This design comes from an exercise in tuning for small area on the open sky130 flow, not from production work. At most, simulation tests tie the RTL to the original design; equivalence was not proved. Power is estimated from default activity; no workload was simulated.

==> flow/design.v (excerpt) <==
module stitch_decode (
    input  wire        clk,
    input  wire        rst,
    input  wire [63:0] cfg_desc_a,
    input  wire [63:0] cfg_desc_b,
    input  wire [23:0] cfg_tcorr,
    input  wire [11:0] cfg_phase,
    input  wire [8:0]  cfg_port,
    input  wire [55:0] frame_start,
    input  wire [28:0] frame_len,
    input  wire        cast_on,
    input  wire        in_valid,
    input  wire [1:0]  in_sync,
    input  wire [63:0] in_payload,
    input  wire [51:0] in_arrival,
    input  wire        in_skip1,
    output wire        out_hit1_valid,
    output wire [63:0] out_hit1_word,
    output wire        out_hit2_valid,
    output wire [63:0] out_hit2_word,
    output reg  [28:0] out_ptime,
    output wire        out_close,
    output wire        out_close_hit2,
    output wire        out_sync_err,
    output wire        out_crc_err,
    output wire        out_unknown,
    output wire [1:0]  out_order,
    output wire [1:0]  out_gap,
    output wire [1:0]  out_badchan,
    output reg         out_desc_invalid
);
Size: about 4,500 cells after synthesis, roughly 650 flip-flops, ~550 I/O pins.
Settings: LEC_CHECK=0, ABC_AREA=1, CAP_MARGIN=20, CORE_MARGIN=2, CORE_UTILIZATION=50, CTS_BUF_LIST=sky130_fd_sc_hd__clkbuf_8 sky130_fd_sc_hd__clkbuf_16, CTS_CLUSTER_DIAMETER=100, CTS_CLUSTER_SIZE=24, SLEW_MARGIN=20; clock period 25.0 ns.
standard.sh (not shown) runs the stock make flow with config.mk's settings and CLKGATE_MAP_FILE= SYNTH_SCRIPT=/design/flow/synth_recipe.tcl, a recipe that flattens the netlist after the stock synthesis.
==> flow/flow/run.sh <==
#!/bin/bash
# The standard layout (standard.sh) with two changes:
#  - synthesis maps the logic with an area-oriented ABC script
#    (flow/abc_synth.tcl wraps synth_recipe.tcl; registers are untouched)
#  - ports are buffered by sky130_fd_sc_hd__buf_1
set -euo pipefail
here=$(pwd)
sed "s#SYNTH_SCRIPT=[^ ]*synth_recipe.tcl#SYNTH_SCRIPT=$here/flow/abc_synth.tcl#" standard.sh > my_standard.sh
grep -q "SYNTH_SCRIPT=$here/flow/abc_synth.tcl" my_standard.sh
export BUFFER_PORTS_ARGS="-buffer_cell sky130_fd_sc_hd__buf_1"
bash my_standard.sh > standard.log 2>&1
==> flow/flow/abc_area_min.script <==
strash; &get -n; &st; &dch; &nf -a; &put; topo; stime -c; buffer -c; upsize -c; dnsize -c
==> flow/flow/abc_synth.tcl <==
# The standard flow's synthesis (synth_recipe.tcl, beside this flow's folder), with ABC
# mapping the logic by the area-oriented script abc_area_min.script
set flow_dir [file dirname [file normalize [info script]]]
proc abc {args} {
  global flow_dir
  set i [lsearch -exact $args -script]
  if { $i >= 0 } { lset args [expr {$i + 1}] $flow_dir/abc_area_min.script }
  yosys abc {*}$args
}
source [file dirname $flow_dir]/synth_recipe.tcl
Rerun with:
--- a/flow/design.v
+++ b/flow/design.v
@@ -127,28 +127,34 @@
         for (gi = 0; gi < 7; gi = gi + 1) begin : g_cm
             assign cmask[gi] = (gi < d_chan_w);
         end
     endgenerate
     wire signed [5:0] vlen = $signed({2'b00, d_val_w}) - $signed({3'b000, d_val_rsh});
     wire [11:0] vmask;
     generate
         for (gi = 0; gi < 12; gi = gi + 1) begin : g_vm
             assign vmask[gi] = ($signed(gi) < vlen);
         end
     endgenerate
+    reg  [5:0]  wu_r;
+    reg  [3:0]  tu_r;
+    always @(posedge clk) begin
+        wu_r <= wu;
+        tu_r <= d_time_unit;
+    end
     wire [27:0] tmask;
     wire [27:0] twin;
     generate
         for (gi = 0; gi < 28; gi = gi + 1) begin : g_tm
-            assign tmask[gi] = (gi < wu);
-            assign twin[gi]  = (gi < wu) && (gi >= d_time_unit);
+            assign tmask[gi] = (gi < wu_r);
+            assign twin[gi]  = (gi < wu_r) && (gi >= tu_r);
         end
     endgenerate
     wire        ph_neg = cfg_phase[11];
     wire [10:0] ph_x   = cfg_phase[10:0] ^ {11{ph_neg}};
     wire [53:0] ph_3x = {1'b0, {42'd0, ph_x}} + {1'b0, {41'd0, ph_x, 1'b0}} + {53'd0, 1'b0};
     wire [53:0] ph_t = {1'b0, ph_3x[52:0]} + {1'b0, {48'd0, ph_neg ? 5'd18 : 5'd15}} + {53'd0, 1'b0};  
     wire [7:0]  ph_h   = ph_t[12:5];
     wire [6:0]  ph_l   = {ph_t[4:0], 2'b10};
     wire [53:0] ph_3h = {1'b0, {45'd0, ph_h}} + {1'b0, {44'd0, ph_h, 1'b0}} + {53'd0, 1'b0};
     wire [53:0] ph_z_s = {1'b0, ph_3h[52:0]} + {1'b0, {46'd0, ph_l}} + {53'd0, 1'b0};
     wire [9:0]  ph_z   = ph_z_s[9:0];
Effect: The changed run finished clean; maximum frequency grows by about a fifth; routed wire length went down by a few percent; total power rises slightly; via count decreases by a few percent; cell area hardly moves; synthesized cell count goes down slightly; synthesized area rises slightly; count of clock-buffer cells in the layout went up by 1; worst hold slack is better by 0.013 ns.
The RTL of the first run of this note was laid out without a check of its function.

static timing again, ports no longer ideal:
The results above use ideal ports. As a check the final layouts listed here were re-extracted and re-timed, cells and wires unchanged.
Step 1 sets driving cells, clkbuf_16 on the clock port and buf_2 on the other inputs (assumed; they add their load-dependent delay and slew).
Step 2, shift: input delay + t, output delay - t, t = (earliest + latest rising clock arrival at the registers) / 2. This alone moves slack from input paths to output paths.
a / b / c = ideal / step 1 / step 2; a / b = the first two.
run	t, ns	setup WS [ns]	hold slack, ns	pins driven straight from the clock port
the first run	0.665	1.180 / 1.095 / 0.430	0.315 / 0.315 / 0.315	1
the second run	0.647	5.269 / 5.269 / 5.084	0.328 / 0.328 / 0.328	1
After both steps setup and hold are still met in every run listed. For the first run, which loses most, drivers alone change the setup slack by -0.085 ns; drivers and shift together by -0.750 ns.
